This is an optimization exercise on Yosys and OpenROAD, whose aim is small area, a short achievable clock period and few clock cycles per item, not a production implementation.
Function was checked by simulation only, so behaviour that the tests miss may differ from the original.
The flow treats the clock pin as an ideal source, which a real chip does not have.
Power and IR drop assume default switching activity.

File: design.v
module peat_enc (
    input  wire        clk,
    input  wire        rst,
    input  wire        in_valid,
    output wire        in_ready,
    input  wire [15:0] in_v,
    input  wire [15:0] in_up,
    input  wire        in_last,
    input  wire [4:0]  cfg_b,
    input  wire [1:0]  cfg_n,
    input  wire        cfg_bayer,
    input  wire        cfg_restart,
    output wire        rec_valid,
    output wire [15:0] rec_x,
    output wire        out_valid,
    input  wire        out_ready,
    output wire [7:0]  out_data,
    output wire        out_last
);
    localparam NR = 66;            
    localparam W  = 72;            
    localparam TH = W - 45;        
    integer i;
    reg rst_q;
    always @(posedge clk) rst_q <= rst;
    reg        in_ready_q;
    reg        iv_v;
    reg [15:0] iv_x, iv_up;
    reg        iv_last;
    reg [4:0]  iv_b;
    reg [1:0]  iv_n;
    reg        iv_bay, iv_rs;
    reg        s0_v;
    reg [15:0] s0_x, s0_up;
    reg        s0_last;
    reg [4:0]  s0_b;
    reg [1:0]  s0_n;
    reg        s0_bay, s0_rs;
    reg [2:0]  s0_xm, s0_bm;
    reg [1:0]  xpos;
    reg [15:0] rec1, rec2, raw1, raw2, up1, up2;
    reg [2:0]  am1, am2, xm1, xm2, um1, um2;    
    reg [5:0]  cnt;
    reg        pend_raw;
    reg        fix_q, clr_q;                
    reg [2:0]  open_segs;
    reg        p2_v;
    reg [15:0] p2_x;
    reg [17:0] p2_d;
    reg [2:0]  p2_r;
    reg [2:0]  p2_t;
    reg        p2_e, p2_ll;
    reg [4:0]  p2_b;
    reg [1:0]  p2_n;
    reg [12*14-1:0] costv;
    reg [10:0] rawc;
    reg        allz;
    reg        cost_clr;
    reg        seg_done;
    reg [4:0]  d_b;
    reg [1:0]  d_n;
    reg        d_ll;
    reg [NR:1] r_v;
    reg [4:0]  r1_b;
    reg [1:0]  r1_n;
    reg        r1_ll;
    reg [15:0] r_x  [1:NR];
    reg [17:0] r_pk [1:NR];
    reg        r_e  [1:NR];
    reg [3:0]  dq_k  [0:3];
    reg [4:0]  dq_b  [0:3];
    reg [1:0]  dq_n  [0:3];
    reg        dq_ll [0:3];
    reg [1:0]  wp, rp;
    reg [2:0]  dcount;
    reg [W-1:0] acc;
    reg [6:0]  fill;
    reg        efirst;
    reg        le_pend;
    reg [3:0]  le_bytes;
    reg        out_valid_q, out_last_q;
    reg        rec_valid_q;
    reg [15:0] rec_x_q;
    assign in_ready  = in_ready_q;
    assign rec_valid = rec_valid_q;
    assign rec_x     = rec_x_q;
    assign out_valid = out_valid_q;
    assign out_last  = out_last_q;
    assign out_data  = acc[W-1:W-8];
    wire [15:0] ivx = iv_b[4] ? iv_x : ((iv_x >> 1) >> ~iv_b[2:0]);
    wire [2:0]  ivxm, ivbm;
    modn u_mx (.v(ivx),   .n(iv_n), .r(ivxm));
    modn u_mb (.v(iv_up), .n(iv_n), .r(ivbm));
    wire [4:0]  B = s0_b;
    wire [1:0]  N = s0_n;
    wire [15:0] x = s0_x;
    reg  [15:0] half, top;
    always @(*) begin
        for (i = 0; i < 16; i = i + 1) begin
            top[i]  = (B > i);
            half[i] = (B == i + 1);
        end
    end
    wire        ltd = s0_bay ? (xpos != 2'd2) : (xpos == 2'd0);
    wire [15:0] ra = s0_bay ? rec2 : rec1;
    wire [15:0] ud = s0_bay ? up2 : up1;
    wire [17:0] dv_a   = {2'b00, x} + {16'd0, N} - {2'b00, ra};
    wire [17:0] dv_b   = {2'b00, x} + {16'd0, N} - {2'b00, s0_up};
    wire [17:0] dv_abc = {2'b00, x} + {16'd0, N} - {2'b00, s0_up} + {2'b00, ud} - {2'b00, ra};
    wire [17:0] dv_h   = {2'b00, x} + {16'd0, N} - {2'b00, half};
    wire        a_gt_b = ra > s0_up;
    wire        c_ge_mx = (ud >= ra) && (ud >= s0_up);
    wire        c_le_mn = (ud <= ra) && (ud <= s0_up);
    reg  [17:0] dd;
    always @(*) begin
        if (s0_rs)          dd = ltd ? dv_h : dv_a;
        else if (ltd)       dd = dv_b;
        else if (c_ge_mx)   dd = a_gt_b ? dv_b : dv_a;       
        else if (c_le_mn)   dd = a_gt_b ? dv_a : dv_b;       
        else                dd = dv_abc;                    
    end
    wire [2:0]  sv   = {N, 1'b1};
    wire [2:0]  xmod, bmod, tmod, hmod;
    assign xmod = s0_xm;
    assign bmod = s0_bm;
    wire [1:0]  bm3 = (B == 5'd9 || B == 5'd12 || B == 5'd15) ? 2'd0 :
                      (B == 5'd10 || B == 5'd13 || B == 5'd16) ? 2'd1 : 2'd2;
    reg  [2:0]  tm, hm_;
    always @(*) begin
        case (N)
            2'd1: begin tm = B[0] ? 3'd1 : 3'd0; hm_ = B[0] ? 3'd1 : 3'd2; end
            2'd2: begin
                tm  = (B[1:0] == 2'd0) ? 3'd0 : (B[1:0] == 2'd1) ? 3'd1 : (B[1:0] == 2'd2) ? 3'd3 : 3'd2;
                hm_ = (B[1:0] == 2'd0) ? 3'd3 : (B[1:0] == 2'd1) ? 3'd1 : (B[1:0] == 2'd2) ? 3'd2 : 3'd4;
            end
            2'd3: begin
                tm  = (bm3 == 2'd0) ? 3'd0 : (bm3 == 2'd1) ? 3'd1 : 3'd3;
                hm_ = (bm3 == 2'd0) ? 3'd4 : (bm3 == 2'd1) ? 3'd1 : 3'd2;
            end
            default: begin tm = 3'd0; hm_ = 3'd0; end
        endcase
    end
    assign tmod = tm;
    assign hmod = hm_;
    wire [2:0]  amod = s0_bay ? am2 : am1;
    wire [2:0]  cmod = s0_bay ? um2 : um1;
    function [2:0] msub;
        input [2:0] p, q, s;
        reg [3:0] d, e;
        begin
            d = {1'b0, p} - {1'b0, q};
            e = {1'b0, p} + {1'b0, s} - {1'b0, q};
            msub = d[3] ? e[2:0] : d[2:0];
        end
    endfunction
    function [2:0] madd;
        input [2:0] p, q, s;
        reg [3:0] d, e;
        begin
            d = {1'b0, p} + {1'b0, q};
            e = {1'b0, p} + {1'b0, q} - {1'b0, s};
            madd = e[3] ? d[2:0] : e[2:0];
        end
    endfunction
    wire [2:0]  xnm  = madd(xmod, {1'b0, N}, sv);           
    wire [2:0]  bcm  = msub(bmod, cmod, sv);                
    wire [2:0]  abm  = madd(amod, bcm, sv);                 
    wire [2:0]  r_h  = msub(xnm, hmod, sv);
    wire [2:0]  r_b  = msub(xnm, bmod, sv);
    wire [2:0]  r_a  = msub(xnm, amod, sv);
    wire [2:0]  xnc  = msub(xnm, bcm, sv);
    wire [2:0]  r_c  = msub(xnc, amod, sv);
    reg  [2:0]  pmod, rem;
    always @(*) begin
        if (s0_rs)          begin pmod = ltd ? hmod : amod; rem = ltd ? r_h : r_a; end
        else if (ltd)       begin pmod = bmod; rem = r_b; end
        else if (c_ge_mx)   begin pmod = a_gt_b ? bmod : amod; rem = a_gt_b ? r_b : r_a; end
        else if (c_le_mn)   begin pmod = a_gt_b ? amod : bmod; rem = a_gt_b ? r_a : r_b; end
        else                begin pmod = abm; rem = r_c; end
    end
    wire signed [3:0] dl  = $signed({2'b00, N}) - $signed({1'b0, rem});
    wire [3:0]  xln = {2'b00, x[1:0]} + {2'b00, N};
    wire signed [4:0] lo2 = $signed({1'b0, xln}) - $signed({2'b00, rem});
    wire [13:0] xh   = x[15:2];
    reg  [13:0] xhp, xhm;
    reg         allo, allz_;
    always @(*) begin
        allo = 1'b1;
        allz_ = 1'b1;
        for (i = 0; i < 14; i = i + 1) begin
            xhp[i] = xh[i] ^ allo;
            xhm[i] = xh[i] ^ allz_;
            allo  = allo && xh[i];
            allz_ = allz_ && !xh[i];
        end
    end
    wire [15:0] xu   = lo2[4] ? {xhm, lo2[1:0]} : lo2[2] ? {xhp, lo2[1:0]} : {xh, lo2[1:0]};
    wire [15:0] gap  = top & ~x;
    wire        clo  = (xh == 14'd0) && lo2[4];
    wire signed [3:0] ngp = $signed({2'b00, N}) - $signed({2'b00, gap[1:0]});
    wire        chi  = (gap[15:2] == 14'd0) && ($signed({1'b0, rem}) < ngp);
    wire [15:0] xr   = clo ? 16'd0 : chi ? top : xu;
    wire [2:0]  tt   = clo ? x[2:0] : chi ? (3'd0 - gap[2:0]) : (rem - {1'b0, N});
    wire [2:0]  xrm  = clo ? 3'd0 : chi ? tmod : pmod;
    wire seg_end_here = s0_last || (cnt == 6'd63);
    wire [11:0] rawc12 = {1'b0, rawc};
    wire [17:0] ww = p2_d - {15'd0, p2_r};
    wire [15:0] wn = {13'd0, p2_r} - p2_d[15:0];
    wire [15:0] ws = (p2_n == 2'd2) ? ww[15:0] : wn;
    wire [15:0] y1 = (p2_n == 2'd1) ? ws + (ws << 2) : ws - (ws << 2);
    wire [15:0] y2 = y1 + (y1 << 4);
    wire [15:0] y3 = y2 + (y2 << 8);
    wire [15:0] z1 = ws + (ws << 3);
    wire [15:0] z2 = z1 + (z1 << 6);
    wire [15:0] z3 = z2 + (z2 << 12);
    wire [15:0] qq = (p2_n == 2'd0) ? ww[15:0] : (p2_n == 2'd3) ? z3 : y3;
    wire [16:0] mm = ww[17] ? {~qq, 1'b1} : {qq, 1'b0};
    wire [17:0] pk = (p2_n == 2'd0) ? {1'b0, mm} :
                     (p2_n == 2'd1) ? {p2_t[1:0], mm[15:0]} : {p2_t, mm[14:0]};
    wire [17:0] pk1 = r_pk[1];
    wire [16:0] m1  = (r1_n == 2'd0) ? pk1[16:0] :
                      (r1_n == 2'd1) ? {1'b0, pk1[15:0]} : {2'b00, pk1[14:0]};
    reg [6*14-1:0] addend;
    always @(*) begin
        for (i = 0; i < 14; i = i + 1) begin
            if ((m1 >> i) < 17'd24)
                addend[6*i +: 6] = (m1 >> i) + 6'd1 + i;
            else
                addend[6*i +: 6] = 6'd25 + r1_b;
        end
    end
    reg [15:0] alive;
    reg        anyz;
    reg [3:0]  best_k;
    integer    b;
    always @(*) begin
        alive = 16'hBFFF;
        for (b = 11; b >= 0; b = b - 1) begin
            anyz = alive[15] && !rawc12[b];
            for (i = 0; i < 14; i = i + 1)
                anyz = anyz || (alive[i] && !costv[12*i + b]);
            for (i = 0; i < 14; i = i + 1)
                if (anyz && costv[12*i + b]) alive[i] = 1'b0;
            if (anyz && rawc12[b]) alive[15] = 1'b0;
        end
        best_k = 4'd15;
        for (i = 13; i >= 0; i = i - 1)
            if (alive[i]) best_k = i;
        if (allz) best_k = 4'd14;
    end
    wire        hv  = r_v[NR];
    wire [15:0] hx  = r_x[NR];
    wire [17:0] hpk = r_pk[NR];
    wire        he  = r_e[NR];
    wire [3:0]  K   = dq_k[rp];
    wire [4:0]  HB  = dq_b[rp];
    wire [1:0]  HN  = dq_n[rp];
    wire        HLL = dq_ll[rp];
    wire [16:0] hm = (HN == 2'd0) ? hpk[16:0] :
                     (HN == 2'd1) ? {1'b0, hpk[15:0]} : {2'b00, hpk[14:0]};
    wire [2:0]  ht = (HN == 2'd0) ? 3'd0 :
                     (HN == 2'd1) ? {hpk[17], hpk[17:16]} : hpk[17:15];
    wire [16:0] hu = hm >> K;
    wire        esc = hu >= 17'd24;
    reg [4:0]  nones;
    reg        zb;
    reg [4:0]  tl;
    reg [16:0] tv;
    always @(*) begin
        if (K == 4'd15) begin
            nones = 5'd0;  zb = 1'b0; tl = HB;         tv = {1'b0, hx};
        end else if (K == 4'd14) begin
            nones = 5'd0;  zb = 1'b0; tl = 5'd0;       tv = 17'd0;
        end else if (esc) begin
            nones = 5'd24; zb = 1'b0; tl = HB + 5'd1;  tv = hm;
        end else begin
            nones = hu[4:0]; zb = 1'b1; tl = {1'b0, K}; tv = hm & ((17'd1 << K) - 17'd1);
        end
    end
    wire [2:0]  hl  = efirst ? 3'd4 : 3'd0;
    wire [5:0]  len = {3'd0, hl} + {1'b0, nones} + {5'd0, zb} + {1'b0, tl};
    wire [6:0]  p0  = fill + {4'd0, hl};
    wire [6:0]  o0  = W - p0;                      
    wire [6:0]  o1  = o0 - {2'd0, nones};
    wire [W:0]  mk0 = {(W+1){1'b1}} << o0;
    wire [W:0]  mk1 = {(W+1){1'b1}} << o1;
    wire [W-1:0] ones = mk1[W-1:0] & ~mk0[W-1:0];
    wire [15:0] hrec = (K == 4'd15) ? hx : hx - {{13{ht[2]}}, ht};
    wire ov_int   = le_pend || (fill >= 7'd9);       
    wire fire     = ov_int && out_ready;
    wire room     = fill <= TH;
    wire ll_block = le_pend && he && HLL;
    wire consume  = cons_q;
    reg          cons_q;
    reg [NR-1:0] hole_q;
    wire [NR:0]  en = {cons_q, {NR{cons_q}} | hole_q};
    wire s1_ok = !pend_raw && !((cnt == 6'd0) && (open_segs == 3'd4));
    wire p2_free = !p2_v || en[0];
    wire take = s0_v && s1_ok && p2_free;
    wire mv0  = iv_v && (!s0_v || take);
    wire mv = en[1] && r_v[1];     
    wire push = seg_done;
    wire pop = consume && he;
    wire line_end = consume && he && HLL;
    wire [6:0]  tot   = fill + (consume ? {1'b0, len} : 7'd0);
    wire [6:0]  tot_r = line_end ? ((tot + 7'd7) & 7'h78) : tot;
    wire [6:0]  shamt = W - fill - {1'b0, len};
    wire [W-1:0] tsh  = {{(W-17){1'b0}}, tv} << shamt;
    wire [W-1:0] hsh  = efirst ? ({{(W-4){1'b0}}, K} << (W - 4 - fill)) : {W{1'b0}};
    wire [W-1:0] cs   = consume ? (ones | tsh | hsh) : {W{1'b0}};
    wire [W-1:0] acc0 = acc | cs;
    wire        le_pend_f0 = line_end ? 1'b1 : le_pend;
    wire        le_pend_f1 = line_end ? 1'b1 : (le_pend && (le_bytes != 4'd1));
    wire [3:0]  le_bytes_f0 = line_end ? tot_r[6:3] : le_bytes;
    wire [3:0]  le_bytes_f1 = line_end ? tot_r[6:3] - 4'd1 : le_bytes - 4'd1;
    wire [6:0]  fill_f1 = tot_r - 7'd8;
    reg [NR:1] rv_n;
    reg        holes_n;
    always @(*) begin : rvn
        rv_n[1] = en[0] ? p2_v : (en[1] ? 1'b0 : r_v[1]);
        for (i = 2; i <= NR; i = i + 1)
            rv_n[i] = en[i-1] ? r_v[i-1] : (en[i] ? 1'b0 : r_v[i]);
    end
    reg [NR-1:0] hole_n;
    always @(*) begin
        hole_n[NR-1] = !rv_n[NR];
        for (i = NR - 2; i >= 0; i = i - 1)
            hole_n[i] = hole_n[i+1] || !rv_n[i+1];
        holes_n = hole_n[0];
    end
    wire       he_n = en[NR-1] ? r_e[NR-1] : r_e[NR];
    wire [2:0] dcount_n = dcount + (push ? 3'd1 : 3'd0) - (pop ? 3'd1 : 3'd0);
    wire       p2_v_n = take ? 1'b1 : (en[0] ? 1'b0 : p2_v);
    wire [5:0] cnt_n = take ? (seg_end_here ? 6'd0 : cnt + 6'd1) : cnt;
    wire [11:0] rthr = {1'b0, B, 6'd0} - 12'd123;
    wire       no_raw = (costv[12*0 +: 12] <= rthr) || (costv[12*2 +: 12] <= rthr) ||
                        (costv[12*4 +: 12] <= rthr) || (costv[12*6 +: 12] <= rthr) ||
                        (costv[12*9 +: 12] <= rthr);
    wire       pend_raw_n = (take && seg_end_here && !s0_last && (N != 2'd0) && !no_raw) ? 1'b1 :
                            clr_q ? 1'b0 : pend_raw;
    wire [2:0] open_segs_n = open_segs + ((take && cnt == 6'd0) ? 3'd1 : 3'd0) -
                             (pop ? 3'd1 : 3'd0);
    wire       base_n = !pend_raw_n && !((cnt_n == 6'd0) && (open_segs_n == 3'd4));
    wire       cons_pre = rv_n[NR] && (dcount_n != 3'd0);
    wire [1:0] rp_n = rp + (pop ? 2'd1 : 2'd0);
    wire       hll_n = (push && (dcount_n == 3'd1)) ? d_ll : dq_ll[rp_n];
    wire       cx_f0 = cons_pre && (tot_r <= TH) && !(le_pend_f0 && he_n && hll_n);
    wire       cx_f1 = cons_pre && (fill_f1 <= TH) && !(le_pend_f1 && he_n && hll_n);
    wire       cons_f0 = cons_pre && (tot_r <= TH) && !(le_pend_f0 && he_n);
    wire       cons_f1 = cons_pre && (fill_f1 <= TH) && !(le_pend_f1 && he_n);
    wire       tk_f0 = s0_v_n && base_n && (!p2_v_n || holes_n || cons_f0);
    wire       tk_f1 = base_n && (!p2_v_n || holes_n || cons_f1);
    wire       iv_hold = iv_v && !mv0;
    wire       s0_v_n  = mv0 ? 1'b1 : (take ? 1'b0 : s0_v);
    wire       tk_n = tk_f0;
    wire       ready_n = in_ready_q ? (!in_valid || !s0_v_n || tk_n) : (!iv_hold || !s0_v_n || tk_n);
    always @(posedge clk) begin
        if (!iv_v || mv0) begin
            iv_x    <= in_v;
            iv_up   <= in_up;
            iv_last <= in_last;
            iv_b    <= cfg_b;
            iv_n    <= cfg_n;
            iv_bay  <= cfg_bayer;
            iv_rs   <= cfg_restart;
        end
        if (mv0) begin
            s0_x    <= ivx;
            s0_up   <= iv_up;
            s0_last <= iv_last;
            s0_b    <= iv_b;
            s0_n    <= iv_n;
            s0_bay  <= iv_bay;
            s0_rs   <= iv_rs;
            s0_xm   <= ivxm;
            s0_bm   <= ivbm;
        end
        if (take) begin
            xpos <= s0_last ? 2'd0 : ((xpos == 2'd2) ? 2'd2 : xpos + 2'd1);
            rec1 <= xr;
            rec2 <= rec1;
            raw1 <= x;
            raw2 <= raw1;
            up1  <= s0_up;
            up2  <= up1;
            am1  <= xrm;
            am2  <= am1;
            xm1  <= xmod;
            xm2  <= xm1;
            um1  <= bmod;
            um2  <= um1;
            p2_x <= x;
            p2_d <= dd;
            p2_r <= rem;
            p2_t <= tt;
            p2_e <= seg_end_here;
            p2_ll <= s0_last;
            p2_b <= B;
            p2_n <= N;
        end else if (fix_q) begin
            rec1 <= raw1;
            rec2 <= raw2;
            am1  <= xm1;
            am2  <= xm2;
        end
        for (i = 0; i < 14; i = i + 1)
            costv[12*i +: 12] <= (cost_clr ? 12'd0 : costv[12*i +: 12]) +
                                 (mv ? {6'd0, addend[6*i +: 6]} : 12'd0);
        rawc <= (cost_clr ? 11'd0 : rawc) + (mv ? {6'd0, r1_b} : 11'd0);
        allz <= (cost_clr ? 1'b1 : allz) && !(mv && m1 != 17'd0);
        if (mv && r_e[1]) begin
            d_b  <= r1_b;
            d_n  <= r1_n;
            d_ll <= r1_ll;
        end
        if (en[0]) begin
            r_x[1]  <= p2_x;
            r_pk[1] <= pk;
            r_e[1]  <= p2_e;
            r1_b    <= p2_b;
            r1_n    <= p2_n;
            r1_ll   <= p2_ll;
        end
        for (i = 2; i <= NR; i = i + 1) begin
            if (en[i-1]) begin
                r_x[i]  <= r_x[i-1];
                r_pk[i] <= r_pk[i-1];
                r_e[i]  <= r_e[i-1];
            end
        end
        if (push) begin
            dq_k[wp]  <= best_k;
            dq_b[wp]  <= d_b;
            dq_n[wp]  <= d_n;
            dq_ll[wp] <= d_ll;
        end
        acc <= fire ? {acc0[W-9:0], 8'd0} : acc0;
        rec_x_q <= hrec;
        if (rst_q) begin
            iv_v      <= 1'b0;
            s0_v      <= 1'b0;
            xpos      <= 2'd0;
            cnt       <= 6'd0;
            pend_raw  <= 1'b0;
            fix_q     <= 1'b0;
            clr_q     <= 1'b0;
            open_segs <= 3'd0;
            p2_v      <= 1'b0;
            cost_clr  <= 1'b1;
            seg_done  <= 1'b0;
            for (i = 1; i <= NR; i = i + 1)
                r_v[i] <= 1'b0;
            wp        <= 2'd0;
            rp        <= 2'd0;
            dcount    <= 3'd0;
            fill      <= 7'd0;
            acc       <= {W{1'b0}};
            efirst    <= 1'b1;
            le_pend   <= 1'b0;
            le_bytes  <= 4'd0;
            out_last_q <= 1'b0;
            cons_q    <= 1'b0;
            hole_q    <= {NR{1'b1}};
        end else begin
            cons_q    <= fire ? cx_f1 : cx_f0;
            hole_q    <= hole_n;
            iv_v      <= in_ready_q ? in_valid : iv_hold;
            s0_v      <= s0_v_n;
            cnt       <= cnt_n;
            pend_raw  <= pend_raw_n;
            fix_q     <= seg_done && !d_ll && pend_raw && (best_k == 4'd15);
            clr_q     <= seg_done && !d_ll;
            open_segs <= open_segs_n;
            p2_v      <= p2_v_n;
            cost_clr  <= mv && r_e[1];
            seg_done  <= mv && r_e[1];
            for (i = 1; i <= NR; i = i + 1)
                r_v[i] <= rv_n[i];
            if (push) wp <= wp + 2'd1;
            if (pop)  rp <= rp + 2'd1;
            dcount    <= dcount_n;
            fill      <= fire ? fill_f1 : tot_r;
            if (consume) efirst <= he;
            le_pend   <= fire ? le_pend_f1 : le_pend_f0;
            le_bytes  <= fire ? le_bytes_f1 : le_bytes_f0;
            out_last_q <= fire ? (le_pend_f1 && le_bytes_f1 == 4'd1)
                               : (le_pend_f0 && le_bytes_f0 == 4'd1);
        end
        if (rst || rst_q) begin
            in_ready_q  <= 1'b0;
            out_valid_q <= 1'b0;
            rec_valid_q <= 1'b0;
        end else begin
            in_ready_q  <= ready_n;
            out_valid_q <= fire ? (le_pend_f1 || fill_f1 >= 7'd9)
                                : (le_pend_f0 || tot_r >= 7'd9);
            rec_valid_q <= consume;
        end
    end
endmodule
module modn (
    input  wire [15:0] v,
    input  wire [1:0]  n,
    output wire [2:0]  r
);
    wire [4:0] s3 = v[1:0] + v[3:2] + v[5:4] + v[7:6] + v[9:8] + v[11:10] +
                    v[13:12] + v[15:14];
    wire [2:0] m3 = s3 % 5'd3;
    wire [5:0] s5 = v[3:0] + v[7:4] + v[11:8] + v[15:12];
    wire [2:0] m5 = s5 % 6'd5;
    wire [5:0] s7 = v[2:0] + v[5:3] + v[8:6] + v[11:9] + v[14:12] + v[15];
    wire [2:0] m7 = s7 % 6'd7;
    assign r = (n == 2'd0) ? 3'd0 : (n == 2'd1) ? m3 : (n == 2'd2) ? m5 : m7;
endmodule
File: run.sh
#!/bin/bash
# synth_recipe.tcl (not shown) runs the flow's synth.tcl, then flattens the netlist and writes it again
# the make line also repeats each setting of config.mk as NAME=value (left out here)
make -C /OpenROAD-flow-scripts/flow DESIGN_CONFIG=/design/flow/config.mk WORK_HOME=/design/flow/orfs CLKGATE_MAP_FILE= SYNTH_SCRIPT=/design/flow/synth_recipe.tcl finish
File: config.mk
export PLATFORM = sky130hd
export DESIGN_NAME = peat_enc
export DESIGN_NICKNAME = peat_enc
export VERILOG_FILES = /design/flow/design.v
export SDC_FILE = /design/flow/constraint.sdc
export NUM_CORES = 4
export LEC_CHECK = 0
export CAP_MARGIN = 20
export CORE_MARGIN = 2
export CORE_UTILIZATION = 40
export SLEW_MARGIN = 20
File: constraint.sdc
create_clock -name core_clock -period 55.0 [get_ports {clk}]
set_input_delay 11.0000 -clock core_clock [delete_from_list [all_inputs] [get_ports {clk}]]
set_output_delay 11.0000 -clock core_clock [all_outputs]
set_load 0.01 [all_outputs]
==> reports/metrics.csv, run 1 <==
metric,value,unit
status,no timing/DRC/antenna violations,
p_per_area,46.0,nW/um^2
hp-start,r_x[30][2]$_DFFE_PP_,
vias,76500,
cp_max_fo,5,
rsz0062_at_grt,no,
synth_area_leaders,"edfxtp_1 60%, dfxtp_1 6.9%, ha_1 5.2%",
synthArstFlopShare,0,%
synth_nets,10100,
placed_cells,13600,
postCtsResizedCells,0,
post-cts-setup-buffers,0,
cp_num_buf_inv,1,
htree_levels,5,
r2r_slack,42.78,ns
syn_to_final_growth,11.8,%
skew,0.0507,ns
ir_drop,0.0000432,V
cts-root-buf,clkbuf_16,
numCtsBuffers,309,
clock_latency,0.92,ns
crit_family,buffers and inverters,
net-switching-power,2.10,mW
seqPwrFrac,44.0,%
first_pass_iters,6,
num_rows,209,
start_kind,flop,
core_area,325000,um^2
synthFlopType,edfxtp_1,
ys_ff_latch,3058,
cp.arrival,1.86,ns
yosysWarnings,4,
reg2reg_depth,31,
endpoint_kind,output port,
ant_nets,0,
min_path_cells,0,
io_pins,74,
worstSetupPathType,flop to output port,
start_util,40.3,%
period_needed,12.86,ns
die_w,576,um
netlist_area,131000,um^2
portBuffers,73,
drtIter0Drc,6205,
p_leak,56.7,nW
worst_slew_pin_slew,1.19,ns
synth_cells,9406,
avgSynthCellArea,13.9,um^2
wl,321000,um
slew_violations,0,
p_int,4.63,mW
fmax,77.8,MHz
drc,0,
timing.rr.start,costv[83]$_DFF_P_,
cts_hold_buffers,0,
cts.sinks,3058,
globalplace.congestion,0.921,
whs_endpoint,r_x[31][2]$_DFFE_PP_,
cts_tree,built,
grt_pass1_vias,76800,
viasPerCell,5.42,
cpPeakStageDelay,0.59,ns
maxCapViolations,0,
synth_top_cell_by_area,edfxtp_1,
dp_hpwl,228000,um
crit_chain,clkdlybuf4s50_1,
antenna_found_initial,5,
comb_power_share,26.0,%
crit_required,44.00,ns
post-route-period-util,23.4,%
synth_edf_count,2610,
die_h,576,um
fp.dieArea,331000,um^2
slowest_stage,clkdlybuf4s50_1,
pwr-share-clk,30.0,%
swShare,31.2,%
grt_util_all_layers,18.9,%
drive_gt1_share,7.88,%
finalHoldViolations,0,
finalNetCount,10300,
relSlewSlack,20.3,%
worstReg2RegEnd,dq_k[0][1]$_DFFE_PP_,
final_cells,14100,
tns,0,ns
overflow,0,
grt_pass1_wl,481000,um
grt_max_degree,85,
path_clk_slew,0.06,ns
finalSetupViolCount,0,
ys_seq_area_share,66.8,%
synth_top_area_share,59.9,%
min_path_type,flop to flop,
routedWlPerCell,22.7,um
critPathLaunch,in_ready_q$_SDFF_PP0_,
cp.depth,1,
yosysUniqueCellTypes,112,
clk_path_buf_depth,4,
cell usage in the layout, fill, tap and decap left out, types with 94 or more instances in the layout:
cell type / instances
or2_2: 113
o221ai_1: 98
a21o_1: 187
a21oi_1: 597
o21bai_1: 102
o21ai_0: 320
nor3_1: 122
nor2b_1: 146
fa_1: 122
nand2_1: 450
or3_1: 116
xor2_1: 125
nand2b_1: 106
inv_1: 470
edfxtp_1: 2610
nand3_1: 94
a211oi_1: 184
nor2_1: 592
buf_4: 110
clkbuf_16: 314
mux2i_1: 156
xnor2_1: 349
ha_1: 547
dfxtp_1: 445
final cells by class:
cell class	instances	area (um^2)
diodes	8	20.0
clock buffers	379	8200
clock inverters	165	1540
repair buffers	183	1560
multi-input cells	5527	40300
inverters	478	1800
fillers	28700	179000
flip-flops and latches	3058	87400
well taps	4325	5410
cell families after synthesis:
logic type	synth area share, %
flip-flops	66.8
AND/OR/NAND/NOR	8.04
AO/OA/AOI/OAI	10.6
buffers and inverters	2.46
adder cells (fa/ha/maj)	7.11
XOR/XNOR	3.20
multiplexers	1.77
power groups by stage:
stage / Combinational, mW / Sequential (mW) / Clock (mW)
3_5_place_dp: 1.71 / 3.00 / 0
4_1_cts: 1.72 / 2.96 / 2.08
2_1_floorplan: 1.22 / 2.94 / 0
3_3_place_gp: 1.68 / 3.00 / 0
6_report: 1.75 / 2.96 / 2.02
5_1_grt: 1.92 / 2.98 / 2.17
Yosys cell counts, drive strengths merged, types with 116 or more instances:
master  count
ha        547
a211oi    185
nor2      593
fa        122
nand2     456
o21ai     330
or2       120
nor2b     146
edfxtp   2610
inv       472
a21o      188
xnor2     350
or3       116
xor2      127
a21oi     603
dfxtp     448
clkbuf    270
mux2i     159
nor3      122
through the flow:
step           util (%)  instance area, um^2  total power, mW  setup slack (ns)  hold slack [ns]
6_report           45.0               146000             6.72             42.14            0.374
5_1_grt            45.0               146000             7.06             42.05            0.371
4_1_cts            45.0               146000             6.76             42.08            0.365
3_5_place_dp       42.0               136000             4.71             42.09            0.405
3_3_place_gp       42.0               136000             4.67             42.07            0.400
2_1_floorplan         -               131000             4.16             42.93            0.400
worst max-delay path by stage:
stage / to / slack [ns]
floorplan: le_bytes[1]$_SDFF_PP0_ / 42.93
global placement: le_bytes[1]$_SDFF_PP0_ / 42.07
detailed placement: cons_q$_SDFF_PP0_ / 42.09
CTS: in_ready / 42.08
global route: in_ready / 42.05
finish: in_ready / 42.14
registers in the layout (all words and copies together) (netlist names), 20 cells and up, named ones only:
register	cells
r_pk	1188
r_x	1056
costv	168
acc	72
hole_q	66
r_e	66
r_v	66
dq_b	20
metal layers:
layer / vias to the layer above / part of all wire [%] / track usage (%)
met5: - / 0 / 0
met4: 0 / 4.0 / 7.39
met3: 611 / 4.5 / 2.30
met2: 2050 / 47 / 31.4
met1: 38300 / 44 / 25.4
li1: 35600 / - / -
Testbench counts, summed over its fixed seeds: cycles 97,202, samples 95,644.
==> inputs of run 2 (changes only) <==
--- a/config.mk
+++ b/config.mk
@@ -8,4 +8,6 @@
 export CAP_MARGIN = 20
 export CORE_MARGIN = 2
 export CORE_UTILIZATION = 40
+export CTS_CLUSTER_DIAMETER = 100
+export CTS_CLUSTER_SIZE = 25
 export SLEW_MARGIN = 20
==> run 2 against run 1 <==
  * Global-route usage down 0.26 points
  * Largest power group unchanged
  * Critical path depth unchanged
  * Non-clock buffer count unchanged
  * Highest routed layer unchanged
  * Flip-flop and latch count unchanged
  * Power down 10%
  * Register-to-register slack better by 0.09 ns
  * Clock power down 35%
  * Combinational power about the same
  * Wire length down 1.3%
  * Largest cell class unchanged
==> reports/metrics.csv, run 2 <==
metric,value,unit,change
reg.largest.list,"r_pk (1188), r_x (1056), costv (168)",,
grt_util_all_layers,18.7,%,-0.26 points
rsz0062_at_grt,no,,
die_h,576,um,unchanged
yosysWarnings,4,,unchanged
worstSetupPathType,flop to output port,,
clk_path_buf_depth,4,,unchanged
start_kind,flop,,
fmax,77.9,MHz,+0.18%
viasPerCell,5.46,,+0.74%
grt_pass1_vias,75100,,-2.2%
cpPeakStageDelay,0.59,ns,about the same
tns,0,ns,unchanged
ys_seq_area_share,66.8,%,unchanged
fp.dieArea,331000,um^2,unchanged
finalSetupViolCount,0,,unchanged
maxCapViolations,0,,unchanged
grt_max_degree,85,,unchanged
synth_edf_count,2610,,unchanged
synth_cells,9406,,unchanged
relSlewSlack,19.2,%,-1.1 points
vias,75400,,-1.4%
yosys-top-cells-count,"2,610 x edfxtp_1, 601 x a21oi_1, 593 x nor2_1, 547 x ha_1, 471 x inv_1",,
path_clk_slew,0.09,ns,+0.03 ns
core_area,325000,um^2,unchanged
p_per_area,42.6,nW/um^2,-7.4%
p_leak,54.3,nW,-4.2%
grt_pass1_wl,474000,um,-1.4%
drive_gt1_share,5.76,%,-2.1 points
post-cts-setup-buffers,0,,unchanged
htree_levels,4,,-1
drtIter0Drc,6194,,-0.18%
ant_nets,0,,unchanged
crit_required,44.00,ns,about the same
drc,0,,unchanged
synth_top_area_share,59.9,%,unchanged
cts_tree,built,,
dp_hpwl,228000,um,unchanged
post-route-period-util,23.3,%,-0.043 points
finalHoldViolations,0,,unchanged
synth_nets,10100,,unchanged
period_needed,12.83,ns,-0.0236 ns
crit_chain,clkdlybuf4s50_1,,
num_rows,209,,unchanged
postCtsResizedCells,0,,unchanged
status,no timing/DRC/antenna violations,,
worst_slew_pin_slew,1.20,ns,+0.0161 ns
final_cell_mix,"2,610 x edfxtp_1, 597 x a21oi_1, 592 x nor2_1",,
finalNetCount,10100,,-1.4%
cp.arrival,1.83,ns,-0.03 ns
numCtsBuffers,162,,-48%
cts.sinks,3058,,unchanged
yosys.cell_count.top_type,edfxtp_1,,
largest_reg_flops,1188,,unchanged
synthFlopType,edfxtp_1,,
ys_ff_latch,3058,,unchanged
synth_area_leaders,"edfxtp_1 60%, dfxtp_1 6.9%, ha_1 5.2%",,
cts_hold_buffers,0,,unchanged
min_path_type,flop to flop,,
wl,317000,um,-1.3%
syn_to_final_growth,8.15,%,
power.total,6.02,mW,-10%
slew_violations,0,,unchanged
antenna_found_initial,4,,-1
num-fill-cells,29100,,+1.5%
cp_num_buf_inv,1,,unchanged
top_register,r_pk,,
avgSynthCellArea,13.9,um^2,unchanged
ir_drop,0.0000437,V,+1.2%
netlist_area,131000,um^2,unchanged
synthArstFlopShare,0,%,unchanged
start_util,40.3,%,unchanged
first_pass_iters,6,,unchanged
cp_max_fo,5,,unchanged
io_pins,74,,unchanged
endpoint_kind,output port,,
portBuffers,73,,unchanged
crit_family,buffers and inverters,,
overflow,0,,unchanged
die_w,576,um,unchanged
globalplace.congestion,0.921,,unchanged
synth_top_cell_by_area,edfxtp_1,,
cts-root-buf,clkbuf_16,,
routedWlPerCell,22.9,um,+0.84%
skew,0.0753,ns,+0.0246 ns
mostFrequentLayoutCell,edfxtp_1,,
slowest_stage,clkdlybuf4s50_1,,
clock_latency,0.89,ns,-0.03 ns
yosysUniqueCellTypes,112,,unchanged
## run 2: worst reg2reg max path, delay by kind of cell, from the launching register on
family / cells / cell delay (ns)
AOI/OAI and AO/OA: 16 / 6.33
buffers and inverters: 2 / 0.60
and+or+nand+nor: 13 / 4.49
DFF: 1 / 0.52
## run 2: cells by family (layout without fill, tap and decap cells)
kind of cell	after synthesis	after routing	synth area share [%]
compound gates	2079	2079	10.6
xor+xnor	477	477	3.20
fa+ha+maj	670	670	7.11
buf+inv	821	906	2.46
flops	3058	3058	66.8
mux	208	208	1.77
other cells	0	6	0
simple gates	2093	2093	8.04
## run 2: final timing paths
| kind | startpoint | endpoint | slack (ns) | cells after the start |
|---|---|---|---|---|
| setup / recovery | in_ready_q$_SDFF_PP0_ | in_ready | 42.17 | 1 |
| hold / removal | r_pk[25][10]$_DFFE_PP_ | r_pk[26][10]$_DFFE_PP_ | 0.37 | 0 |
| setup reg to reg | costv[83]$_DFF_P_ | dq_k[1][3]$_DFFE_PP_ | 42.87 | 31 |
| hold reg to reg | r_pk[25][10]$_DFFE_PP_ | r_pk[26][10]$_DFFE_PP_ | 0.37 | 0 |
## run 2: layer usage
layer	GRT usage, %	vias to the layer above	routed length (um)	part of all wire (%)
met5	0	-	0	0
met4	6.25	0	11100	3.5
met3	2.12	479	14300	4.5
met2	31.3	1971	151000	48
met1	25.3	37800	140000	44
li1	-	35100	-	-
## run 2: power by group
part | total (mW) | switching, mW | internal [mW]
Clock | 1.32 | 0.742 | 0.582
Combinational | 1.75 | 1.11 | 0.636
Sequential | 2.95 | 0.114 | 2.84
Total | 6.02 | 1.96 | 4.05
## run 2: area by class of cell
type                    count  area, um^2  area share, %
well taps                4325        5410           3.83
repair buffers            183        1560           1.10
flip-flops and latches   3058       87400           61.8
inverters                 478        1800           1.27
multi-input cells        5527       40300           28.5
diodes                      6        15.0         0.0106
clock inverters            41         713          0.504
clock buffers             204        4280           3.02
## run 2: through the flow
step	std cells	cell area (um^2)	utilization, %	setup WS [ns]	hold WS, ns
2_1_floorplan	9406	131000	-	42.93	0.400
3_3_place_gp	13600	136000	42.0	42.07	0.400
3_5_place_dp	13600	136000	42.0	42.09	0.405
4_1_cts	13800	141000	43.5	42.09	0.349
5_1_grt	13800	141000	43.5	42.06	0.359
6_report	13800	141000	43.5	42.17	0.371
==> inputs of run 3 (changes only) <==
==> flow/run.sh (new file) <==
#!/bin/bash
# The standard ORFS layout (standard.sh), with one extra step after CTS:
# flow/post_cts.tcl, a setup repair that works on every path longer than
# 12 ns. The clock, its period and the constraints stay the design's.
# All tool output goes to logs in this folder (ORFS's own step logs are
# under orfs/logs).
set -euo pipefail
cd "$(dirname "$0")/.."
export POST_CTS_TCL="$PWD/flow/post_cts.tcl"
bash standard.sh > flow_standard.log 2>&1
==> flow/post_cts.tcl (new file) <==
# Runs inside ORFS's cts.tcl after its own repair, before 4_1_cts.odb is
# written. The margin makes repair_timing treat paths longer than
# 55 - 43 = 12 ns as failing, so it resizes and swaps cells on them.
puts "post_cts: setup repair with a 43 ns margin"
report_worst_slack -max
repair_timing -setup -setup_margin 43 -repair_tns 0 -skip_last_gasp -verbose
detailed_placement
check_placement -verbose
report_worst_slack -max
==> standard.sh (new file) <==
#!/bin/bash
# synth_recipe.tcl (not shown) runs the flow's synth.tcl, then flattens the netlist and writes it again
# the make line also repeats each setting of config.mk as NAME=value (left out here)
make -C /OpenROAD-flow-scripts/flow DESIGN_CONFIG=/design/flow/config.mk WORK_HOME=/design/flow/orfs CLKGATE_MAP_FILE= SYNTH_SCRIPT=/design/flow/synth_recipe.tcl "${@:-finish}"
--- a/config.mk
+++ b/config.mk
@@ -8,6 +8,4 @@
 export CAP_MARGIN = 20
 export CORE_MARGIN = 2
 export CORE_UTILIZATION = 40
-export CTS_CLUSTER_DIAMETER = 100
-export CTS_CLUSTER_SIZE = 25
 export SLEW_MARGIN = 20
removed: run.sh
==> run 3 against run 2 <==
  * Synthesized cell count did not move
  * Critical path depth is the same
  * Clock skew shrank 0.027 ns
  * First-iteration DRC count shrank 1.6%
  * Core utilization grew 1.5 points
  * Wire length grew 1.4%
  * Die area unchanged
  * Sequential power barely moved
  * Hold slack gained 0.0043 ns
  * Sequential share of layout area decreased by 2.0 points
==> reports/metrics.csv, run 3 <==
metric,value,unit,change
synth_edf_count,2610,,unchanged
cts.sinks,3058,,unchanged
cp.arrival,1.34,ns,-0.49 ns
crit_required,44.00,ns,about the same
cp.depth,1,,unchanged
relSlewSlack,20.9,%,+1.7 points
core_area,325000,um^2,unchanged
io_pins,74,,unchanged
design_area,146000,um^2,+3.4%
drive_gt1_share,8.29,%,+2.5 points
cp_max_fo,1,,-4
worst_slew_pin_slew,1.17,ns,-0.0312 ns
placed_cell_area,136000,um^2,unchanged
syn_to_final_growth,11.8,%,
yosysWarnings,4,,unchanged
clock_latency,0.91,ns,+0.02 ns
finalNetCount,10300,,+1.5%
worstSetupPathType,flop to output port,,
largest_reg_flops,1188,,unchanged
reg2reg_depth,31,,unchanged
final_cell_mix,"2,610 x edfxtp_1, 597 x a21oi_1, 592 x nor2_1",,
fp.dieArea,331000,um^2,unchanged
ys_ff_latch,3058,,unchanged
num_rows,209,,unchanged
synth_top_cell_by_area,edfxtp_1,,
avgSynthCellArea,13.9,um^2,unchanged
num-fill-cells,28700,,-1.4%
skew,0.0481,ns,-0.0271 ns
grt_max_degree,85,,unchanged
path_clk_slew,0.06,ns,-0.03 ns
slowest_stage,dfxtp_1,,
crit_chain,dlymetal6s2s_1,,
status,no timing/DRC/antenna violations,,
portBuffers,73,,unchanged
top_register,r_pk,,
slew_violations,0,,unchanged
finalHoldViolations,0,,unchanged
drc,0,,unchanged
antenna_found_initial,5,,+1
yosys-top-cells-count,"2,610 x edfxtp_1, 601 x a21oi_1, 593 x nor2_1, 547 x ha_1, 471 x inv_1",,
reg.largest.list,"r_pk (1188), r_x (1056), costv (168)",,
grt_util_all_layers,18.9,%,+0.27 points
hp-start,r_x[30][2]$_DFFE_PP_,,
whs_endpoint,r_x[31][2]$_DFFE_PP_,,
grt_pass1_wl,481000,um,+1.5%
p_per_area,46.0,nW/um^2,+8.1%
worst_slack,42.66,ns,+0.498 ns
start_util,40.3,%,unchanged
dp_hpwl,228000,um,unchanged
tns,0,ns,unchanged
p_leak,56.8,nW,+4.6%
pre_cts_ws,42.09,ns,unchanged
endpoint_kind,output port,,
rsz0062_at_grt,no,,
mostFrequentLayoutCell,edfxtp_1,,
drtIter0Drc,6092,,-1.6%
overflow,0,,unchanged
wl,321000,um,+1.4%
post-route-period-util,22.4,%,-0.91 points
synthArstFlopShare,0,%,unchanged
die_h,576,um,unchanged
synth_top_area_share,59.9,%,unchanged
period_needed,12.34,ns,-0.498 ns
finalSetupViolCount,0,,unchanged
viasPerCell,5.42,,-0.73%
r2r_slack,42.79,ns,-0.08 ns
holdWs,0.375,ns,+0.00434 ns
ant_nets,0,,unchanged
globalplace.congestion,0.921,,unchanged
power.total,6.72,mW,+12%
timing.rr.start,costv[83]$_DFF_P_,,
vias,76500,,+1.5%
synth_cells,9406,,unchanged
yosys.cell_count.top_type,edfxtp_1,,
start_kind,flop,,
maxCapViolations,0,,unchanged
cpPeakStageDelay,0.29,ns,-0.30 ns
grt_pass1_vias,76800,,+2.3%
routedWlPerCell,22.7,um,-0.80%
cp_num_buf_inv,1,,unchanged
min_path_type,flop to flop,,
crit_family,flip-flops,,
synth_nets,10100,,unchanged
die_w,576,um,unchanged
cts_tree,built,,
synthFlopType,edfxtp_1,,
critPathLaunch,rec_x_q[3]$_DFF_P_,,
worstReg2RegEnd,dq_k[0][3]$_DFFE_PP_,,
first_pass_iters,8,,+2
ys_seq_area_share,66.8,%,unchanged
netlist_area,131000,um^2,unchanged
min_path_cells,0,,unchanged
yosysUniqueCellTypes,112,,unchanged
fmax,81.1,MHz,+4.0%
ir_drop,0.0000434,V,-0.83%
synth_area_leaders,"edfxtp_1 60%, dfxtp_1 6.9%, ha_1 5.2%",,
run 3: area by class of cell:
cell class	count	area, um^2	area share (%)
antenna	8	20.0	0.0137
timing repair buffer	188	1520	1.04
inverter	478	1800	1.23
tap	4325	5410	3.70
sequential	3058	87400	59.8
multi-input combinational	5527	40300	27.6
clock buffer	379	8200	5.61
clock inverter	165	1540	1.06
run 3: stage by stage:
step,util [%],std cells
detailed placement,42.0,13600
global placement,42.0,13600
global route,45.0,14100
finish,45.0,14100
floorplan,-,9406
run 3: worst max-delay path by stage:
| stage | slack (ns) | to |
|---|---|---|
| 2_1_floorplan | 42.93 | le_bytes[1]$_SDFF_PP0_ |
| 3_3_place_gp | 42.07 | le_bytes[1]$_SDFF_PP0_ |
| 3_5_place_dp | 42.09 | cons_q$_SDFF_PP0_ |
| 5_1_grt | 42.08 | dq_k[1][1]$_DFFE_PP_ |
| 6_report | 42.66 | rec_x[3] |
run 3: logic make-up after synthesis:
family,after synthesis,share of synthesized area [%]
AOI/OAI and AO/OA,2079,10.6
and+or+nand+nor,2093,8.04
buffers and inverters,821,2.46
xor gates and xnor gates,477,3.20
DFF,3058,66.8
adders and majority gates,670,7.11
muxes,208,1.77
run 3: layer usage:
| layer | share of wire [%] | track usage, % | wire length (um) | up-vias |
|---|---|---|---|---|
| met1 | 44 | 25.4 | 141000 | 38200 |
| met5 | 0 | 0 | 0 | - |
| met2 | 47 | 31.4 | 153000 | 2065 |
| li1 | - | - | - | 35600 |
| met4 | 4.0 | 7.34 | 12700 | 0 |
| met3 | 4.6 | 2.33 | 14900 | 614 |
run 3: report_power, final:
group / internal [mW] / switching (mW)
registers: 2.84 / 0.115
clock network: 1.15 / 0.870
logic: 0.637 / 1.11
==> inputs of run 4 (changes only) <==
--- a/design.v
+++ b/design.v
@@ -207,13 +207,12 @@
     wire [17:0] ww = p2_d - {15'd0, p2_r};
     wire [15:0] wn = {13'd0, p2_r} - p2_d[15:0];
     wire [15:0] ws = (p2_n == 2'd2) ? ww[15:0] : wn;
-    wire [15:0] y1 = (p2_n == 2'd1) ? ws + (ws << 2) : ws - (ws << 2);
-    wire [15:0] y2 = y1 + (y1 << 4);
-    wire [15:0] y3 = y2 + (y2 << 8);
-    wire [15:0] z1 = ws + (ws << 3);
-    wire [15:0] z2 = z1 + (z1 << 6);
-    wire [15:0] z3 = z2 + (z2 << 12);
-    wire [15:0] qq = (p2_n == 2'd0) ? ww[15:0] : (p2_n == 2'd3) ? z3 : y3;
+    wire        n3 = (p2_n == 2'd3);
+    wire [15:0] t1 = n3 ? (ws << 3) : (ws << 2);
+    wire [15:0] y1 = (p2_n == 2'd2) ? ws - t1 : ws + t1;
+    wire [15:0] y2 = y1 + (n3 ? (y1 << 6) : (y1 << 4));
+    wire [15:0] y3 = y2 + (n3 ? (y2 << 12) : (y2 << 8));
+    wire [15:0] qq = (p2_n == 2'd0) ? ww[15:0] : y3;
     wire [16:0] mm = ww[17] ? {~qq, 1'b1} : {qq, 1'b0};
     wire [17:0] pk = (p2_n == 2'd0) ? {1'b0, mm} :
                      (p2_n == 2'd1) ? {p2_t[1:0], mm[15:0]} : {p2_t, mm[14:0]};
@@ -291,9 +290,19 @@
     wire room     = fill <= TH;
     wire ll_block = le_pend && he && HLL;
     wire consume  = cons_q;
+    localparam NG = (NR + 3) / 4;
     reg          cons_q;
-    reg [NR-1:0] hole_q;
-    wire [NR:0]  en = {cons_q, {NR{cons_q}} | hole_q};
+    reg [NG-1:0] hg_q;
+    reg [NR:0]   en;
+    integer      j;
+    always @(*) begin
+        en[NR] = cons_q;
+        for (i = 0; i < NR; i = i + 1) begin
+            en[i] = cons_q || hg_q[i / 4];
+            for (j = i + 1; j <= 4 * (i / 4) + 4; j = j + 1)
+                if (j <= NR) en[i] = en[i] || !r_v[j];
+        end
+    end
     wire s1_ok = !pend_raw && !((cnt == 6'd0) && (open_segs == 3'd4));
     wire p2_free = !p2_v || en[0];
     wire take = s0_v && s1_ok && p2_free;
@@ -321,12 +330,14 @@
         for (i = 2; i <= NR; i = i + 1)
             rv_n[i] = en[i-1] ? r_v[i-1] : (en[i] ? 1'b0 : r_v[i]);
     end
-    reg [NR-1:0] hole_n;
+    reg [NG-1:0] hg_n;
     always @(*) begin
-        hole_n[NR-1] = !rv_n[NR];
-        for (i = NR - 2; i >= 0; i = i - 1)
-            hole_n[i] = hole_n[i+1] || !rv_n[i+1];
-        holes_n = hole_n[0];
+        for (i = 0; i < NG; i = i + 1) begin
+            hg_n[i] = 1'b0;
+            for (j = 4 * i + 5; j <= NR; j = j + 1)
+                hg_n[i] = hg_n[i] || !rv_n[j];
+        end
+        holes_n = hg_n[0] || !rv_n[1] || !rv_n[2] || !rv_n[3] || !rv_n[4];
     end
     wire       he_n = en[NR-1] ? r_e[NR-1] : r_e[NR];
     wire [2:0] dcount_n = dcount + (push ? 3'd1 : 3'd0) - (pop ? 3'd1 : 3'd0);
@@ -460,10 +471,10 @@
             le_bytes  <= 4'd0;
             out_last_q <= 1'b0;
             cons_q    <= 1'b0;
-            hole_q    <= {NR{1'b1}};
+            hg_q      <= {NG{1'b1}};
         end else begin
             cons_q    <= fire ? cx_f1 : cx_f0;
-            hole_q    <= hole_n;
+            hg_q      <= hg_n;
             iv_v      <= in_ready_q ? in_valid : iv_hold;
             s0_v      <= s0_v_n;
             cnt       <= cnt_n;
==> flow/run.sh (replaced) <==
#!/bin/bash
# The standard ORFS layout (standard.sh) with two changes:
#  - CTS clusters up to 25 sinks within 100 um and adds no dummy loads
#    (CTS_ARGS replaces ORFS's default clock_tree_synthesis arguments);
#  - flow/post_cts.tcl, run after CTS, repairs setup on every path longer
#    than 12 ns by resizing and swapping cells.
# The clock, its period and the constraints stay the design's. All tool
# output goes to logs in this folder (ORFS's own step logs are under
# orfs/logs).
set -euo pipefail
cd "$(dirname "$0")/.."
export CTS_ARGS="-sink_clustering_enable -repair_clock_nets -sink_clustering_size 25 -sink_clustering_max_diameter 100 -dont_use_dummy_load"
export POST_CTS_TCL="$PWD/flow/post_cts.tcl"
bash standard.sh > flow_standard.log 2>&1
==> flow/post_cts.tcl (replaced) <==
# Runs inside ORFS's cts.tcl after its own repair, before 4_1_cts.odb is
# written. The margin makes repair_timing treat paths longer than
# 55 - 43 = 12 ns as failing, so it resizes and swaps cells on them.
puts "post_cts: setup repair with a 43 ns margin"
report_worst_slack -max
repair_timing -setup -setup_margin 43 -repair_tns 100 -skip_last_gasp -verbose
detailed_placement
check_placement -verbose
report_worst_slack -max
==> run 4 against run 3 <==
  * Worst setup slack got worse by 0.0076 ns
  * Sequential share of layout area up 2.4 points
  * Critical endpoint is now in_ready
  * Still clean on timing, DRC and antenna
  * Design area is 5.0% lower
  * Sequential power is 1% lower
==> reports/metrics.csv, run 4 <==
metric,value,unit,change
route.met2.wl,155000,um,+1.4%
swShare,34.6,%,+3.4 points
seqPwrFrac,47.4,%,+3.4 points
finalHoldViolations,0,,unchanged
dr_wl_met3,17400,um,+16%
net-switching-power,2.13,mW,+1.7%
yosys-top-cells-count,"2,610 x edfxtp_1, 626 x nor2_1, 582 x a21oi_1, 561 x nand2_1, 523 x ha_1",,
synth_compound_area_share,10.6,%,-0.061 points
min_path_type,flop to flop,,
routedWlPerCell,24.3,um,+6.9%
antenna_found_initial,14,,+9
start_util,40.1,%,-0.14 points
hp-start,r_x[14][13]$_DFFE_PP_,,
grt_pass1_wl,492000,um,+2.1%
endpoint_kind,output port,,
p_leak,53.2,nW,-6.4%
core_area,321000,um^2,-1.3%
fp.dieArea,326000,um^2,-1.6%
synth_cells,9322,,-0.89%
fmax,81.0,MHz,about the same
synth.mux.area_fraction,1.83,%,+0.064 points
slowest_stage,dfxtp_4,,
worstSetupPathType,flop to output port,,
cts.sinks,3009,,-1.6%
post-route-period-util,22.4,%,about the same
synth_top_cell_by_area,edfxtp_1,,
rsz0062_at_grt,no,,
cp_num_buf_inv,1,,unchanged
largest_reg_flops,1188,,unchanged
synth_edf_count,2610,,unchanged
cts_tree,built,,
skew,0.125,ns,+0.0772 ns
layout.core_utilization,43.3,%,-1.7 points
status,no timing/DRC/antenna violations,,
synth_area_leaders,"edfxtp_1 61%, dfxtp_1 6.2%, ha_1 5.1%",,
synth_fa_ha_area_share,6.99,%,-0.12 points
wl_met1,153000,um,+8.5%
start_kind,flop,,
grt_pass1_vias,75100,,-2.2%
cp_max_fo,4,,+3
synth_top_area_share,60.9,%,+0.99 points
drtIter0Drc,6392,,+4.9%
ir_drop,0.0000430,V,-0.96%
vias,75400,,-1.4%
dp_hpwl,246000,um,+7.7%
crit_chain,buf_6,,
die_h,571,um,-0.81%
synthXorXnorAreaFrac,3.15,%,-0.043 points
comb_power_share,33.9,%,+7.9 points
slew_violations,0,,unchanged
period_needed,12.34,ns,+0.00760 ns
mostFrequentLayoutCell,edfxtp_1,,
clock_latency,0.86,ns,-0.05 ns
avgSynthCellArea,13.8,um^2,-0.74%
ys_ff_latch,3009,,-1.6%
path_clk_slew,0.09,ns,+0.03 ns
drive_gt1_share,5.78,%,-2.5 points
critPathLaunch,in_ready_q$_SDFF_PP0_,,
dr.max_layer_used,met5,,
p_per_area,44.4,nW/um^2,-3.5%
top_register,r_pk,,
crit_required,44.00,ns,about the same
yosys.area_share.simple,7.84,%,-0.20 points
netlist_area,129000,um^2,-1.6%
synthFlopType,edfxtp_1,,
viasPerCell,5.50,,+1.6%
p_int,4.03,mW,-13%
yosysUniqueCellTypes,98,,-13%
grt_util_all_layers,20.1,%,+1.1 points
crit_family,flip-flops,,
timing.rr.start,costv[34]$_DFF_P_,,
power.total,6.17,mW,-8.3%
grt_max_degree,87,,+2.4%
relSlewSlack,15.9,%,-5.0 points
finalNetCount,10100,,-1.9%
portBuffers,73,,unchanged
io_pins,74,,unchanged
pwr-share-clk,18.7,%,-11 points
overflow,0,,unchanged
cp.arrival,1.34,ns,about the same
synth_top_family_by_area,compound AO/OA/AOI/OAI gates,,
reg.largest.list,"r_pk (1188), r_x (1056), costv (168)",,
ys_seq_area_share,67.1,%,+0.34 points
globalplace.congestion,0.938,,+1.8%
die_w,571,um,-0.81%
num_rows,208,,-0.48%
holdWs,0.372,ns,-0.00283 ns
synth_nets,10000,,-1.1%
drc,0,,unchanged
yosys.cell_count.top_type,edfxtp_1,,
synthArstFlopShare,0,%,unchanged
first_pass_iters,7,,-1
final_cell_mix,"2,610 x edfxtp_1, 624 x nor2_1, 578 x a21oi_1",,
tns,0,ns,unchanged
worst_slew_pin_slew,1.26,ns,+0.0856 ns
ant_nets,0,,unchanged
wl,333000,um,+3.7%
maxCapViolations,0,,unchanged
syn_to_final_growth,7.99,%,
yosysWarnings,4,,unchanged
cpPeakStageDelay,0.37,ns,+0.08 ns
finalSetupViolCount,0,,unchanged
run 4: worst reg2reg max path, delay by kind of cell (launching register included):
family          cells  cell delay [ns]
simple gates       18             7.29
compound gates     13             4.36
flops               1             0.50
run 4: stage by stage:
stage / setup slack (ns) / cell area (um^2) / std cells
floorplan: 42.95 / 129000 / 9322
global placement: 41.19 / 135000 / 13500
detailed placement: 41.27 / 135000 / 13500
global route: 42.22 / 139000 / 13700
finish: 42.66 / 139000 / 13700
run 4: final timing paths:
path / endpoint / slack, ns / depth (start not counted)
max: in_ready / 42.66 / 1
min: r_x[15][13]$_DFFE_PP_ / 0.37 / 0
max reg2reg: dq_k[3][3]$_DFFE_PP_ / 42.67 / 31
min reg2reg: r_x[15][13]$_DFFE_PP_ / 0.37 / 0
run 4: area by class of cell:
class / instances / area [um^2]
Sequential cell: 3009 / 86400
Timing Repair Buffer: 263 / 2150
Antenna cell: 9 / 22.5
Inverter: 480 / 1800
Clock buffer: 154 / 3850
Fill cell: 28900 / 182000
Multi-Input combinational cell: 5490 / 39300
Tap cell: 4305 / 5390
run 4: cell families (layout without fill, tap and decap cells):
logic type	count (synthesis)	in the layout
multiplexers	212	212
other	0	9
XOR/XNOR	463	463
adder cells (fa/ha/maj)	649	649
flip-flops	3009	3009
AO/OA/AOI/OAI	2056	2056
AND/OR/NAND/NOR	2110	2110
buffers and inverters	823	897
run 4: routing by layer:
layer | vias to the layer above | global-route usage, %
met4 | 2 | 4.61
met2 | 2036 | 32.6
met5 | - | 0
li1 | 34800 | -
met1 | 38200 | 28.8
met3 | 423 | 2.32
run 4: power by group through the flow:
stage               clock network [mW]  registers, mW  logic (mW)
finish                            1.15           2.92        2.09
detailed placement                   0           2.98        2.03
floorplan                            0           2.92        1.34
global placement                     0           2.97        2.00
global route                      1.28           2.95        2.26
Testbench counts of run 4, summed over its fixed seeds: cycles 97,202, samples 95,644.
==> inputs of run 5 (changes only) <==
--- a/flow/run.sh
+++ b/flow/run.sh
@@ -3,7 +3,7 @@
 #  - CTS clusters up to 25 sinks within 100 um and adds no dummy loads
 #    (CTS_ARGS replaces ORFS's default clock_tree_synthesis arguments);
 #  - flow/post_cts.tcl, run after CTS, repairs setup on every path longer
-#    than 12 ns by resizing and swapping cells.
+#    than 11 ns by resizing and swapping cells.
 # The clock, its period and the constraints stay the design's. All tool
 # output goes to logs in this folder (ORFS's own step logs are under
 # orfs/logs).
==> flow/post_cts.tcl (replaced) <==
# Runs inside ORFS's cts.tcl after its own repair, before 4_1_cts.odb is
# written. The margin makes repair_timing treat paths longer than
# 55 - 44 = 11 ns as failing, so it resizes and swaps cells on them.
puts "post_cts: setup repair with a 44 ns margin"
report_worst_slack -max
repair_timing -setup -setup_margin 44 -repair_tns 100 -skip_last_gasp -verbose
detailed_placement
check_placement -verbose
report_worst_slack -max
==> run 5 against run 4 <==
  * Synthesized area unchanged
  * First-iteration DRC count increased by 8.0%
  * Clock skew decreased by 0.00079 ns
  * Power increased by 1.6%
  * Non-clock buffer count increased by 38
  * Critical path type unchanged
  * Critical endpoint unchanged
==> reports/metrics.csv, run 5 <==
metric,value,unit,change
status,no timing/DRC/antenna violations,,
worst_slew_pin_slew,1.26,ns,+0.00339 ns
synth_top_cell_by_area,edfxtp_1,,
routedWlPerCell,24.6,um,+1.0%
clock_latency,0.86,ns,about the same
finalHoldViolations,0,,unchanged
cts.sinks,3009,,unchanged
ys_seq_area_share,67.1,%,unchanged
first_pass_iters,6,,-1
reg2reg_depth,32,,+3.2%
synth_cells,9322,,unchanged
grt_max_degree,87,,unchanged
synth_nets,10000,,unchanged
cpPeakStageDelay,0.37,ns,about the same
finalNetCount,10100,,+0.42%
min_path_cells,0,,unchanged
crit_family,flip-flops,,
die_h,571,um,unchanged
io_pins,74,,unchanged
pre_cts_ws,41.27,ns,unchanged
slowest_stage,dfxtp_4,,
crit_required,44.00,ns,about the same
endpoint_kind,output port,,
globalplace.congestion,0.938,,unchanged
path_clk_slew,0.09,ns,about the same
synth_edf_count,2610,,unchanged
p_leak,53.6,nW,+0.88%
grt_pass1_vias,75700,,+0.73%
cp.depth,1,,unchanged
worst_slack,42.66,ns,+0.00250 ns
worstSetupPathType,flop to output port,,
portBuffers,73,,unchanged
vias,75900,,+0.56%
avgSynthCellArea,13.8,um^2,unchanged
die_w,571,um,unchanged
ant_nets,0,,unchanged
tns,0,ns,unchanged
drc,0,,unchanged
cp_num_buf_inv,1,,unchanged
relSlewSlack,15.7,%,-0.23 points
antenna_found_initial,17,,+3
top_register,r_pk,,
syn_to_final_growth,8.84,%,
synth_area_leaders,"edfxtp_1 61%, dfxtp_1 6.2%, ha_1 5.1%",,
core_area,321000,um^2,unchanged
yosysUniqueCellTypes,98,,unchanged
holdWs,0.371,ns,-0.00170 ns
yosys-top-cells-count,"2,610 x edfxtp_1, 626 x nor2_1, 582 x a21oi_1, 561 x nand2_1, 523 x ha_1",,
grt_pass1_wl,498000,um,+1.2%
ys_ff_latch,3009,,unchanged
cts_tree,built,,
grt_util_all_layers,20.3,%,+0.28 points
yosysWarnings,4,,unchanged
fmax,81.0,MHz,about the same
mostFrequentLayoutCell,edfxtp_1,,
skew,0.125,ns,-0.000791 ns
synthFlopType,edfxtp_1,,
placed_cell_area,135000,um^2,unchanged
ir_drop,0.0000418,V,-2.8%
overflow,0,,unchanged
drtIter0Drc,6905,,+8.0%
crit_chain,buf_6,,
dp_hpwl,246000,um,unchanged
viasPerCell,5.52,,+0.24%
drive_gt1_share,7.09,%,+1.3 points
finalSetupViolCount,0,,unchanged
reg.largest.list,"r_pk (1188), r_x (1056), costv (168)",,
post-route-period-util,22.4,%,about the same
rsz0062_at_grt,no,,
min_path_type,flop to flop,,
start_kind,flop,,
synthArstFlopShare,0,%,unchanged
cp_max_fo,4,,unchanged
netlist_area,129000,um^2,unchanged
start_util,40.1,%,unchanged
final_cell_mix,"2,610 x edfxtp_1, 616 x nor2_1, 578 x a21oi_1",,
num-fill-cells,28800,,-0.31%
slew_violations,0,,unchanged
fp.dieArea,326000,um^2,unchanged
largest_reg_flops,1188,,unchanged
p_per_area,44.8,nW/um^2,+0.82%
power.total,6.27,mW,+1.6%
num_rows,208,,unchanged
cp.arrival,1.34,ns,about the same
yosys.cell_count.top_type,edfxtp_1,,
synth_top_area_share,60.9,%,unchanged
wl,338000,um,+1.3%
maxCapViolations,0,,unchanged
period_needed,12.34,ns,-0.00250 ns
design_area,140000,um^2,+0.78%
-- run 5: logic make-up after synthesis --
kind of cell             count (synthesis)  synth area share, %
adder cells (fa/ha/maj)                649                 6.99
AO/OA/AOI/OAI                         2056                 10.6
multiplexers                           212                 1.83
flip-flops                            3009                 67.1
buffers and inverters                  823                 2.48
XOR/XNOR                               463                 3.15
AND/OR/NAND/NOR                       2110                 7.84
-- run 5: metrics by stage --
stage                     instances  utilization (%)
after floorplan                9322                -
after global placement        13500             42.1
after detailed placement      13500             42.1
after global routing          13700             43.7
final                         13800             43.7
-- run 5: per-layer routing --
layer | track usage [%] | vias to the layer above | part of all wire [%]
li1 | - | 34800 | -
met2 | 32.9 | 2067 | 46
met1 | 29.1 | 38500 | 46
met5 | 0 | - | 0.0038
met3 | 2.66 | 441 | 5.4
met4 | 4.94 | 2 | 2.6
-- run 5: layout make-up --
cell class	instances	area [um^2]	share of cell area, %
repair buffers	301	2740	1.96
inverters	480	1800	1.29
diodes	11	27.5	0.0197
clock buffers	154	3850	2.75
flip-flops and latches	3009	86400	61.7
multi-input cells	5494	39800	28.4
well taps	4305	5390	3.85
-- run 5: final timing paths --
path | start | end | slack [ns]
max | in_ready_q$_SDFF_PP0_ | in_ready | 42.66
max reg2reg | costv[131]$_DFF_P_ | dq_k[3][3]$_DFFE_PP_ | 43.88
min reg2reg | r_pk[30][1]$_DFFE_PP_ | r_pk[31][1]$_DFFE_PP_ | 0.37
min | r_pk[30][1]$_DFFE_PP_ | r_pk[31][1]$_DFFE_PP_ | 0.37
-- run 5: power by group --
| group | internal (mW) | total (mW) | switching, mW |
|---|---|---|---|
| sequential | 2.82 | 2.93 | 0.105 |
| clock | 0.501 | 1.15 | 0.652 |
| combinational | 0.757 | 2.19 | 1.43 |
| total | 4.08 | 6.27 | 2.19 |

-- port drivers added, routing unchanged --
How much do the figures lean on ideal ports? The routed layouts below were timed once more, with nothing changed but the port constraints.
Step 1 assumes that a clkbuf_16 drives the clock port and a buf_2 every other input.
Step 2 adds t to the input delays and takes it off the output delays; t is the mean of the earliest and latest rising clock arrival at the registers after step 1. Input paths then give back, and output paths get back, about the clock's delay inside the block.
a / b / c = no drivers / after step 1 / after step 2; a / b = the first two.
run | t, ns | slack for setup (ns) | pins driven straight from the clock port
run 1 | 0.990 | 42.142 / 42.039 / 42.093 | 1
run 2 | 0.957 | 42.165 / 42.066 / 42.122 | 1
run 3 | 0.987 | 42.663 / 42.561 / 42.103 | 1
run 4 | 0.899 | 42.656 / 42.555 / 42.129 | 1
run 5 | 0.899 | 42.658 / 42.557 / 42.844 | 1
After both steps setup and hold are still met in every run listed. For run 3, which loses most, drivers alone change the setup slack by -0.102 ns; drivers and shift together by -0.560 ns.
